Context: an optimization exercise on an open-source flow, tuned for small area, a short achievable clock period and few clock cycles. The choices shown serve that exercise and are no tape-out recipe. Function was checked by simulation only, so behaviour that the tests miss may differ from the original. Power is estimated from default activity; no workload was simulated.

==> garnet: inputs <==
// awn_lane
module awn_lane (
    input  wire        clk,
    input  wire        rst,
    input  wire        start,
    output reg         done,
    output wire [9:0]  imem_addr,
    input  wire [31:0] imem_data,
    input  wire [63:0] in_bits,
    input  wire        wr_en,
    input  wire [1:0]  wr_sel,
    input  wire [3:0]  wr_addr,
    input  wire [31:0] wr_data,
    output wire [63:0] q_bits,
    output wire [63:0] sig,
    output wire [16:0] steps,
    output reg  [3:0]  cause
);
    localparam [3:0] CAUSE_END     = 4'h1;
    localparam [3:0] CAUSE_STACK   = 4'h2;
    localparam [3:0] CAUSE_ILLEGAL = 4'h4;
    localparam [5:0] OP_LD   = 6'h01, OP_AND  = 6'h02, OP_OR   = 6'h03, OP_XOR  = 6'h04;
    localparam [5:0] OP_ST   = 6'h05, OP_SET  = 6'h06, OP_RST  = 6'h07, OP_NOT  = 6'h08;
    localparam [5:0] OP_PSH  = 6'h10, OP_POP  = 6'h11, OP_RDS  = 6'h12, OP_POPA = 6'h13;
    localparam [5:0] OP_POPO = 6'h14, OP_POPX = 6'h15;
    localparam [5:0] OP_CTU  = 6'h1A, OP_CTD  = 6'h1B, OP_CRS  = 6'h1C, OP_CLD  = 6'h1D;
    localparam [5:0] OP_EDG  = 6'h1E;
    localparam [5:0] OP_LW   = 6'h20, OP_SW   = 6'h21, OP_ADD  = 6'h22, OP_SUB  = 6'h23;
    localparam [5:0] OP_MUL  = 6'h24, OP_ANDW = 6'h25, OP_ORW  = 6'h26, OP_XORW = 6'h27;
    localparam [5:0] OP_MIN  = 6'h28, OP_MAX  = 6'h29, OP_SEL  = 6'h2A;
    localparam [5:0] OP_CEQ  = 6'h2B, OP_CNE  = 6'h2C, OP_CLT  = 6'h2D, OP_CLE  = 6'h2E;
    localparam [5:0] OP_CGT  = 6'h2F, OP_CGE  = 6'h30;
    localparam [5:0] OP_SHL  = 6'h31, OP_SHR  = 6'h32, OP_ASR  = 6'h33;
    localparam [5:0] OP_NEGW = 6'h34, OP_ABS  = 6'h35, OP_LDL  = 6'h36;
    localparam [5:0] OP_JMP  = 6'h38, OP_JC   = 6'h39, OP_JNC  = 6'h3A;
    localparam [5:0] OP_NOP  = 6'h3E, OP_END  = 6'h3F;
    reg  [63:0] q_r;
    reg  [63:0] m_r;
    reg  [31:0] w_r   [0:15];
    reg  [31:0] k_r   [0:7];
    reg  [31:0] cv_r  [0:7];
    reg  [7:0]  in_u_r;
    reg  [7:0]  in_d_r;
    reg  [15:0] prev_r;
    reg  [31:0] scan_no;
    reg         first_r;
    reg  [63:0] in_r;              
    reg         hw_en;
    reg  [1:0]  hw_sel;
    reg  [3:0]  hw_addr;
    reg  [31:0] hw_data;
    reg         running;
    reg         ba;
    reg  [31:0] wa;
    reg  [15:0] stk;
  ...
Settings: LEC_CHECK=0, CAP_MARGIN=20, CORE_MARGIN=2, CORE_UTILIZATION=40, SLEW_MARGIN=20; clock period 22.0 ns.
standard.sh (not shown) runs the stock make flow with config.mk's settings and CLKGATE_MAP_FILE= SYNTH_SCRIPT=/design/flow/synth_recipe.tcl, a recipe that flattens the netlist after the stock synthesis.
==> flow/flow/run.sh <==
#!/bin/bash
# The standard layout (standard.sh: unchanged synthesis, floorplan, placement,
# CTS, routing), with one change: ORFS's timing repair aims at a setup margin of
# 16 ns on the 22 ns clock, i.e. it sizes and buffers the design for a ~6 ns
# cycle instead of stopping as soon as the 22 ns clock is met.
# The make output of every step goes to flow_make.log here; ORFS keeps each
# tool's own log under orfs/logs/.
set -uo pipefail
bash standard.sh SETUP_SLACK_MARGIN=16 finish > flow_make.log 2>&1
==> inputs of raven, as changes to garnet <==
--- a/flow/design.v
+++ b/flow/design.v
@@ -40,13 +40,12 @@
     reg  [31:0] cv_r  [0:7];
     reg  [7:0]  in_u_r;
     reg  [7:0]  in_d_r;
     reg  [15:0] prev_r;
     reg  [31:0] scan_no;
     reg         first_r;
-    reg  [63:0] in_r;              
     reg         hw_en;
     reg  [1:0]  hw_sel;
     reg  [3:0]  hw_addr;
     reg  [31:0] hw_data;
     reg         running;
     reg         ba;
@@ -83,12 +82,13 @@
     reg         e_sub, e_neg, e_ctu, e_ctd;
     reg  [12:0] e_wc;              
     reg  [1:0]  mcnt;
     reg  [41:0] macc_s;            
     reg  [41:0] macc_c;
     reg         mcy_r;             
+    reg  [7:0]  mch_r;             
     reg  [23:0] mlo;
     reg         ovm;               
     assign q_bits    = q_r;
     assign sig       = crc;
     assign steps     = {6'd0, nsteps};
     assign imem_addr = fa[9:0];
@@ -159,22 +159,22 @@
     wire        cnt_ge  = is_ctu ? (cnt_ge0 | (cnt_inc & cnt_m1)) :
                           is_ctd ? (cnt_ge0 & ~(cnt_dec & cnt_z)) : cnt_ge0;
     wire        is_neg  = e_neg;
     wire        sub     = e_sub;
     wire [31:0] add_a   = is_neg ? ~wa : wa;
     wire [31:0] add_b   = is_neg ? 32'd0 : (sub ? ~wx : wx);
-    wire [47:0] sum48   = ks_add({16'd0, add_a}, {16'd0, add_b}, sub | is_neg);
-    wire [31:0] sum     = sum48[31:0];
+    wire [31:0] sum;
+    awn_add #(.W(32)) u_alu (.a(add_a), .b(add_b), .cin(sub | is_neg), .s(sum));
     wire        add_ovf = (add_a[31] == add_b[31]) && (sum[31] != add_a[31]);
     wire        lt      = sum[31] ^ add_ovf;              
     wire        eq      = (wa == wx);
     wire        neg_ov  = (wa == 32'h8000_0000);
-    wire [7:0]  mch     = (mcnt == 2'd0) ? wa[7:0] :
-                          (mcnt == 2'd1) ? wa[15:8] :
-                          (mcnt == 2'd2) ? wa[23:16] : wa[31:24];
     wire        mfirst  = (mcnt == 2'd0);
+    wire [7:0]  mch     = mfirst ? wa[7:0] : mch_r;
+    wire [7:0]  mch_nx  = (mcnt == 2'd0) ? wa[15:8] :
+                          (mcnt == 2'd1) ? wa[23:16] : wa[31:24];
     wire        mlast   = (mcnt == 2'd3);
     wire [47:0] mlow48  = ks_add({40'd0, macc_s[7:0]}, {40'd0, macc_c[7:0]}, ~mfirst & mcy_r);
     wire [8:0]  mlow    = mlow48[8:0];
     wire [41:0] mx      = {10'd0, opw};
     wire [41:0] ms_in   = mfirst ? 42'd0 : {8'd0, macc_s[41:8]};
     wire [41:0] mc_in   = mfirst ? 42'd0 : {8'd0, macc_c[41:8]};
@@ -524,13 +524,13 @@
     wire        fwd_cv = cv_we & (e_cn == ir[2:0]);
     wire [31:0] cv_sel = fwd_cv ? cv_new : cv_r[ir[2:0]];
     wire [31:0] k_sel  = k_r[ir[2:0]];
     reg [31:0] ow_raw;
     always @(*) begin
         case (space)
-            3'd0:    ow_raw = ir_wi[0] ? in_r[63:32] : in_r[31:0];
+            3'd0:    ow_raw = ir_wi[0] ? in_bits[63:32] : in_bits[31:0];
             3'd1:    ow_raw = ir_wi[0] ? q_r[63:32]  : q_r[31:0];
             3'd2:    ow_raw = ir_wi[0] ? m_r[63:32]  : m_r[31:0];
             3'd3:    ow_raw = w_r[ir_wi];
             3'd4:    ow_raw = k_sel;
             3'd5:    ow_raw = cv_sel;
             3'd6:    ow_raw = cv_sel;
@@ -585,13 +585,12 @@
         for (i = 0; i < 8; i = i + 1) begin
             k_we[i]   = hw_k & (hw_addr[2:0] == i);
             cv_wen[i] = (cv_we & (e_cn == i)) | (hw_cv & (hw_addr[2:0] == i));
         end
     end
     always @(posedge clk) begin
-        in_r <= in_bits;
         hw_sel  <= wr_sel;
         hw_addr <= wr_addr;
         hw_data <= wr_data;
         if (rst) begin
             hw_en       <= 1'b0;
             running     <= 1'b0;
@@ -646,12 +645,13 @@
             e_ctd   <= 1'b0;
             e_wc    <= 13'd0;
             mcnt    <= 2'd0;
             macc_s  <= 42'd0;
             macc_c  <= 42'd0;
             mcy_r   <= 1'b0;
+            mch_r   <= 8'd0;
             mlo     <= 24'd0;
             ovm     <= 1'b0;
         end else begin
           hw_en <= wr_en & ~running;
           for (i = 0; i < 2; i = i + 1) begin
               if (q_we[i]) q_r[32*i +: 32] <= st_data;
@@ -700,12 +700,13 @@
             if (edg_we) prev_r[e_lo[3:0]] <= ba;
             if (norm & is_mul) begin
                 mcnt   <= mcnt + 2'd1;
                 macc_s <= msum_s;
                 macc_c <= msum_c;
                 mcy_r  <= ~mfirst & mlow[8];
+                mch_r  <= mch_nx;
                 mlo    <= {mlow[7:0], mlo[23:8]};
             end
             pa <= fa;
             pv <= fv;
             if (close) begin
                 running <= 1'b0;
@@ -763,6 +764,26 @@
                 end
             end
           end
         end
     end
 endmodule
+module awn_add #(parameter W = 32) (
+    input  wire [W-1:0] a,
+    input  wire [W-1:0] b,
+    input  wire         cin,
+    output wire [W-1:0] s
+);
+    reg [W-1:0] g, p, p0;
+    integer d;
+    always @(*) begin
+        p0 = a ^ b;
+        g  = a & b;
+        p  = p0;
+        g[0] = g[0] | (p[0] & cin);
+        for (d = 1; d < W; d = d * 2) begin
+            g = g | (p & (g << d));
+            p = p & ((p << d) | ((1 << d) - 1));
+        end
+    end
+    assign s = p0 ^ {g[W-2:0], cin};
+endmodule
Settings changed: CAP_MARGIN 20 to 30, SYNTH_HIERARCHICAL from default to 1.
==> inputs of maple, as changes to garnet <==
--- a/flow/design.v
+++ b/flow/design.v
@@ -40,13 +40,12 @@
     reg  [31:0] cv_r  [0:7];
     reg  [7:0]  in_u_r;
     reg  [7:0]  in_d_r;
     reg  [15:0] prev_r;
     reg  [31:0] scan_no;
     reg         first_r;
-    reg  [63:0] in_r;              
     reg         hw_en;
     reg  [1:0]  hw_sel;
     reg  [3:0]  hw_addr;
     reg  [31:0] hw_data;
     reg         running;
     reg         ba;
@@ -79,16 +78,17 @@
     reg  [3:0]  e_wi;
     reg  [31:0] opw;               
     reg         opb;               
     reg  [31:0] opk;               
     reg         e_sub, e_neg, e_ctu, e_ctd;
     reg  [12:0] e_wc;              
-    reg  [1:0]  mcnt;
+    reg  [2:0]  mcnt;
     reg  [41:0] macc_s;            
     reg  [41:0] macc_c;
     reg         mcy_r;             
+    reg  [7:0]  mch_r;             
     reg  [23:0] mlo;
     reg         ovm;               
     assign q_bits    = q_r;
     assign sig       = crc;
     assign steps     = {6'd0, nsteps};
     assign imem_addr = fa[9:0];
@@ -120,13 +120,13 @@
         end
     endfunction
     wire        ex     = running & e_v;
     wire        e_past = e_pc[10];
     wire        norm   = ex & ~e_past & ~e_lit & e_legal;
     wire        is_mul = (e_op == OP_MUL);
-    wire        stall  = norm & is_mul & (mcnt != 2'd3);
+    wire        stall  = norm & is_mul & ~mcnt[2];
     wire        is_ctu = e_ctu;
     wire        is_ctd = e_ctd;
     wire [2:0]  e_cn   = e_lo[2:0];
     wire [31:0] wx     = opw;
     reg [15:0] sysbits;
     always @(*) begin
@@ -159,23 +159,24 @@
     wire        cnt_ge  = is_ctu ? (cnt_ge0 | (cnt_inc & cnt_m1)) :
                           is_ctd ? (cnt_ge0 & ~(cnt_dec & cnt_z)) : cnt_ge0;
     wire        is_neg  = e_neg;
     wire        sub     = e_sub;
     wire [31:0] add_a   = is_neg ? ~wa : wa;
     wire [31:0] add_b   = is_neg ? 32'd0 : (sub ? ~wx : wx);
-    wire [47:0] sum48   = ks_add({16'd0, add_a}, {16'd0, add_b}, sub | is_neg);
-    wire [31:0] sum     = sum48[31:0];
+    wire [31:0] sum;
+    awn_add #(.W(32)) u_alu (.a(add_a), .b(add_b), .cin(sub | is_neg), .s(sum));
     wire        add_ovf = (add_a[31] == add_b[31]) && (sum[31] != add_a[31]);
     wire        lt      = sum[31] ^ add_ovf;              
     wire        eq      = (wa == wx);
     wire        neg_ov  = (wa == 32'h8000_0000);
-    wire [7:0]  mch     = (mcnt == 2'd0) ? wa[7:0] :
-                          (mcnt == 2'd1) ? wa[15:8] :
-                          (mcnt == 2'd2) ? wa[23:16] : wa[31:24];
-    wire        mfirst  = (mcnt == 2'd0);
-    wire        mlast   = (mcnt == 2'd3);
+    wire        mfirst  = (mcnt == 3'd0);
+    wire [7:0]  mch     = mfirst ? wa[7:0] : mch_r;
+    wire [7:0]  mch_nx  = (mcnt[1:0] == 2'd0) ? wa[15:8] :
+                          (mcnt[1:0] == 2'd1) ? wa[23:16] : wa[31:24];
+    wire        mlast   = (mcnt == 3'd3);          
+    wire        mdone   = mcnt[2];                 
     wire [47:0] mlow48  = ks_add({40'd0, macc_s[7:0]}, {40'd0, macc_c[7:0]}, ~mfirst & mcy_r);
     wire [8:0]  mlow    = mlow48[8:0];
     wire [41:0] mx      = {10'd0, opw};
     wire [41:0] ms_in   = mfirst ? 42'd0 : {8'd0, macc_s[41:8]};
     wire [41:0] mc_in   = mfirst ? 42'd0 : {8'd0, macc_c[41:8]};
     wire        cor_a   = mlast & opw[31];
@@ -200,15 +201,13 @@
     wire [83:0] t3a = csa(t2a[83:42], t2a[41:0], t2b[83:42]);
     wire [83:0] t3b = csa(t2b[41:0], t2c[83:42], t2c[41:0]);
     wire [83:0] t4  = csa(t3a[83:42], t3a[41:0], t3b[83:42]);
     wire [83:0] t5  = csa(t4[83:42], t4[41:0], t3b[41:0]);
     wire [41:0] msum_s = t5[83:42];
     wire [41:0] msum_c = t5[41:0];
-    wire [47:0] mtop48 = ks_add({40'd0, msum_s[7:0]}, {40'd0, msum_c[7:0]}, mlow[8]);
-    wire [7:0]  mtop   = mtop48[7:0];
-    wire [31:0] mul_lo = {mtop, mlow[7:0], mlo[23:8]};
+    wire [31:0] mul_lo = {mlow[7:0], mlo};
     wire [47:0] mhi48  = ks_add({6'd0, macc_s}, {6'd0, macc_c}, mcy_r);
     wire        mul_ov = ~((mhi48[39:7] == {33{1'b0}}) | (mhi48[39:7] == {33{1'b1}}));
     wire        ov_now = ovm ? mul_ov : ov;
     localparam WC_LW = 0, WC_SUM = 1, WC_ABS = 2, WC_AND = 3, WC_OR = 4, WC_XOR = 5,
                WC_MIN = 6, WC_MAX = 7, WC_SEL = 8, WC_SHL = 9, WC_SHR = 10, WC_ASR = 11,
                WC_MUL = 12;
@@ -223,14 +222,14 @@
         | ({32{wc[WC_MIN]}} & (lt ? wa : wx))
         | ({32{wc[WC_MAX]}} & (lt ? wx : wa))
         | ({32{wc[WC_SEL]}} & (ba ? wa : wx))
         | ({32{wc[WC_SHL]}} & (wa << e_lo[4:0]))
         | ({32{wc[WC_SHR]}} & (wa >> e_lo[4:0]))
         | ({32{wc[WC_ASR]}} & $unsigned($signed(wa) >>> e_lo[4:0]))
-        | ({32{wc[WC_MUL] & mlast}} & mul_lo);
-    wire        wa_keep = ~(|wc) | (wc[WC_MUL] & ~mlast);
+        | ({32{wc[WC_MUL] & mdone}} & mul_lo);
+    wire        wa_keep = ~(|wc) | (wc[WC_MUL] & ~mdone);
     wire        wa_lit  = ex & ~e_past & e_lit;
     wire [31:0] n_wa    = wa_lit ? opw : (wa_keep ? wa : wa_alu);
     reg         n_ba;
     reg  [15:0] n_stk;
     reg  [4:0]  n_depth;
     reg         n_ov;
@@ -524,13 +523,13 @@
     wire        fwd_cv = cv_we & (e_cn == ir[2:0]);
     wire [31:0] cv_sel = fwd_cv ? cv_new : cv_r[ir[2:0]];
     wire [31:0] k_sel  = k_r[ir[2:0]];
     reg [31:0] ow_raw;
     always @(*) begin
         case (space)
-            3'd0:    ow_raw = ir_wi[0] ? in_r[63:32] : in_r[31:0];
+            3'd0:    ow_raw = ir_wi[0] ? in_bits[63:32] : in_bits[31:0];
             3'd1:    ow_raw = ir_wi[0] ? q_r[63:32]  : q_r[31:0];
             3'd2:    ow_raw = ir_wi[0] ? m_r[63:32]  : m_r[31:0];
             3'd3:    ow_raw = w_r[ir_wi];
             3'd4:    ow_raw = k_sel;
             3'd5:    ow_raw = cv_sel;
             3'd6:    ow_raw = cv_sel;
@@ -585,13 +584,12 @@
         for (i = 0; i < 8; i = i + 1) begin
             k_we[i]   = hw_k & (hw_addr[2:0] == i);
             cv_wen[i] = (cv_we & (e_cn == i)) | (hw_cv & (hw_addr[2:0] == i));
         end
     end
     always @(posedge clk) begin
-        in_r <= in_bits;
         hw_sel  <= wr_sel;
         hw_addr <= wr_addr;
         hw_data <= wr_data;
         if (rst) begin
             hw_en       <= 1'b0;
             running     <= 1'b0;
@@ -642,16 +640,17 @@
             opk     <= 32'd0;
             e_sub   <= 1'b0;
             e_neg   <= 1'b0;
             e_ctu   <= 1'b0;
             e_ctd   <= 1'b0;
             e_wc    <= 13'd0;
-            mcnt    <= 2'd0;
+            mcnt    <= 3'd0;
             macc_s  <= 42'd0;
             macc_c  <= 42'd0;
             mcy_r   <= 1'b0;
+            mch_r   <= 8'd0;
             mlo     <= 24'd0;
             ovm     <= 1'b0;
         end else begin
           hw_en <= wr_en & ~running;
           for (i = 0; i < 2; i = i + 1) begin
               if (q_we[i]) q_r[32*i +: 32] <= st_data;
@@ -681,48 +680,50 @@
                 fa          <= 11'd1;
                 fv          <= 1'b1;
                 pa          <= 11'd0;
                 pv          <= 1'b1;
                 ir_v        <= 1'b0;
                 e_v         <= 1'b0;
-                mcnt        <= 2'd0;
+                mcnt        <= 3'd0;
             end
           end else begin
             if (ex & ~stall) nsteps <= nsteps + 11'd1;
             ba    <= n_ba;
             wa    <= n_wa;
             stk   <= n_stk;
             depth <= n_depth;
             ov    <= n_ov;
-            ovm   <= norm & is_mul & (mcnt == 2'd3);
+            ovm   <= norm & is_mul & mdone;
             if (fold) crc <= fold_out;
             if (inu_we) in_u_r[e_cn] <= ba;
             if (ind_we) in_d_r[e_cn] <= ba;
             if (edg_we) prev_r[e_lo[3:0]] <= ba;
-            if (norm & is_mul) begin
-                mcnt   <= mcnt + 2'd1;
+            if (norm & is_mul & ~mdone) begin
+                mcnt   <= mcnt + 3'd1;
                 macc_s <= msum_s;
                 macc_c <= msum_c;
                 mcy_r  <= ~mfirst & mlow[8];
+                mch_r  <= mch_nx;
                 mlo    <= {mlow[7:0], mlo[23:8]};
             end
+            if (norm & is_mul & mdone) mcnt <= 3'd0;
             pa <= fa;
             pv <= fv;
             if (close) begin
                 running <= 1'b0;
                 done    <= 1'b1;
                 cause   <= close_cause;
                 fa      <= 11'd0;
                 fv      <= 1'b0;
                 pv      <= 1'b0;
                 ir_v    <= 1'b0;
                 e_v     <= 1'b0;
             end else if (stall) begin
-                if (mcnt == 2'd0) begin
+                if (mcnt == 3'd0) begin
                     if (pv) fa <= pa;
-                end else if (mcnt == 2'd2) begin
+                end else if (mcnt == 3'd3) begin
                     fa <= fa + 11'd1;
                 end
             end else begin
                 e_op    <= op;
                 e_sp    <= space;
                 e_n     <= ninv;
@@ -763,6 +764,26 @@
                 end
             end
           end
         end
     end
 endmodule
+module awn_add #(parameter W = 32) (
+    input  wire [W-1:0] a,
+    input  wire [W-1:0] b,
+    input  wire         cin,
+    output wire [W-1:0] s
+);
+    reg [W-1:0] g, p, p0;
+    integer d;
+    always @(*) begin
+        p0 = a ^ b;
+        g  = a & b;
+        p  = p0;
+        g[0] = g[0] | (p[0] & cin);
+        for (d = 1; d < W; d = d * 2) begin
+            g = g | (p & (g << d));
+            p = p & ((p << d) | ((1 << d) - 1));
+        end
+    end
+    assign s = p0 ^ {g[W-2:0], cin};
+endmodule
Settings changed: CAP_MARGIN 20 to 30, SYNTH_HIERARCHICAL from default to 1.
==> notes <==
- maple finished clean. raven passed the timing, design-rule and antenna checks. garnet completed with no timing, DRC or antenna violations.
- Combinational power, lowest first: maple, garnet, raven.
- Area after synthesis, lowest first: raven, garnet, maple.
- In final cell count, maple and raven hardly differ.
- Between garnet and raven, the lower clock power is in raven (gap 9.6%, measured against raven).
- The lowest non-clock buffer count belongs to maple, the highest to garnet.
==> figures <==
quantity	maple	garnet	raven
Well-Tap Cells	3781	3781	3762
Run status	complete, no violations	complete, no violations	complete, no violations
First drt pass iteration count	8	9	9
Fraction of layout instances using a drive strength above 1	11.76%	13.05%	11.71%
Fraction of power spent switching nets	37.29%	37.78%	39.83%
TritonCTS Buffers	199	203	200
Routed length on met3	69.70 mm	71.73 mm	71.18 mm
Mux contribution to synthesized area	4.327%	4.367%	3.655%
Reg-to-Reg End	crc[20]	opb	crc[29]
Power drawn by the clock network	3.48 mW	3.75 mW	3.42 mW
Vias	114500	114300	114800
Testbench counts of garnet, summed over its fixed seeds: cycles 41,311.
Testbench counts of raven, summed over its fixed seeds: cycles 41,311.
Testbench counts of maple, summed over its fixed seeds: cycles 41,777.

## separate check: timing with driven ports
Ports are ideal in the flow. The routed layouts listed here were re-timed in OpenROAD. Step 1 assumes that a clkbuf_16 drives the clock port and a buf_2 every other input. Step 2 moves the port delays by t, midway between the first and last clock arrival at a register: inputs arrive t later, outputs are due t later. That takes back most of the time a late clock gives input paths. Slacks: ideal ports / drivers / drivers and shift; pairs: ideal ports / drivers.
run	shift t [ns]	setup WS [ns]	worst slew at a driven data input, ns	cell pins on the clock port's net
garnet	1.036	15.813 / 15.813 / 15.026	0.06	1
raven	0.990	15.821 / 15.821 / 14.929	0.19	1
maple	0.985	15.871 / 15.871 / 14.986	0.08	1
After both steps setup and hold are still met in every run listed. For raven, which loses most, drivers alone change the setup slack by 0.000 ns; drivers and shift together by -0.892 ns.
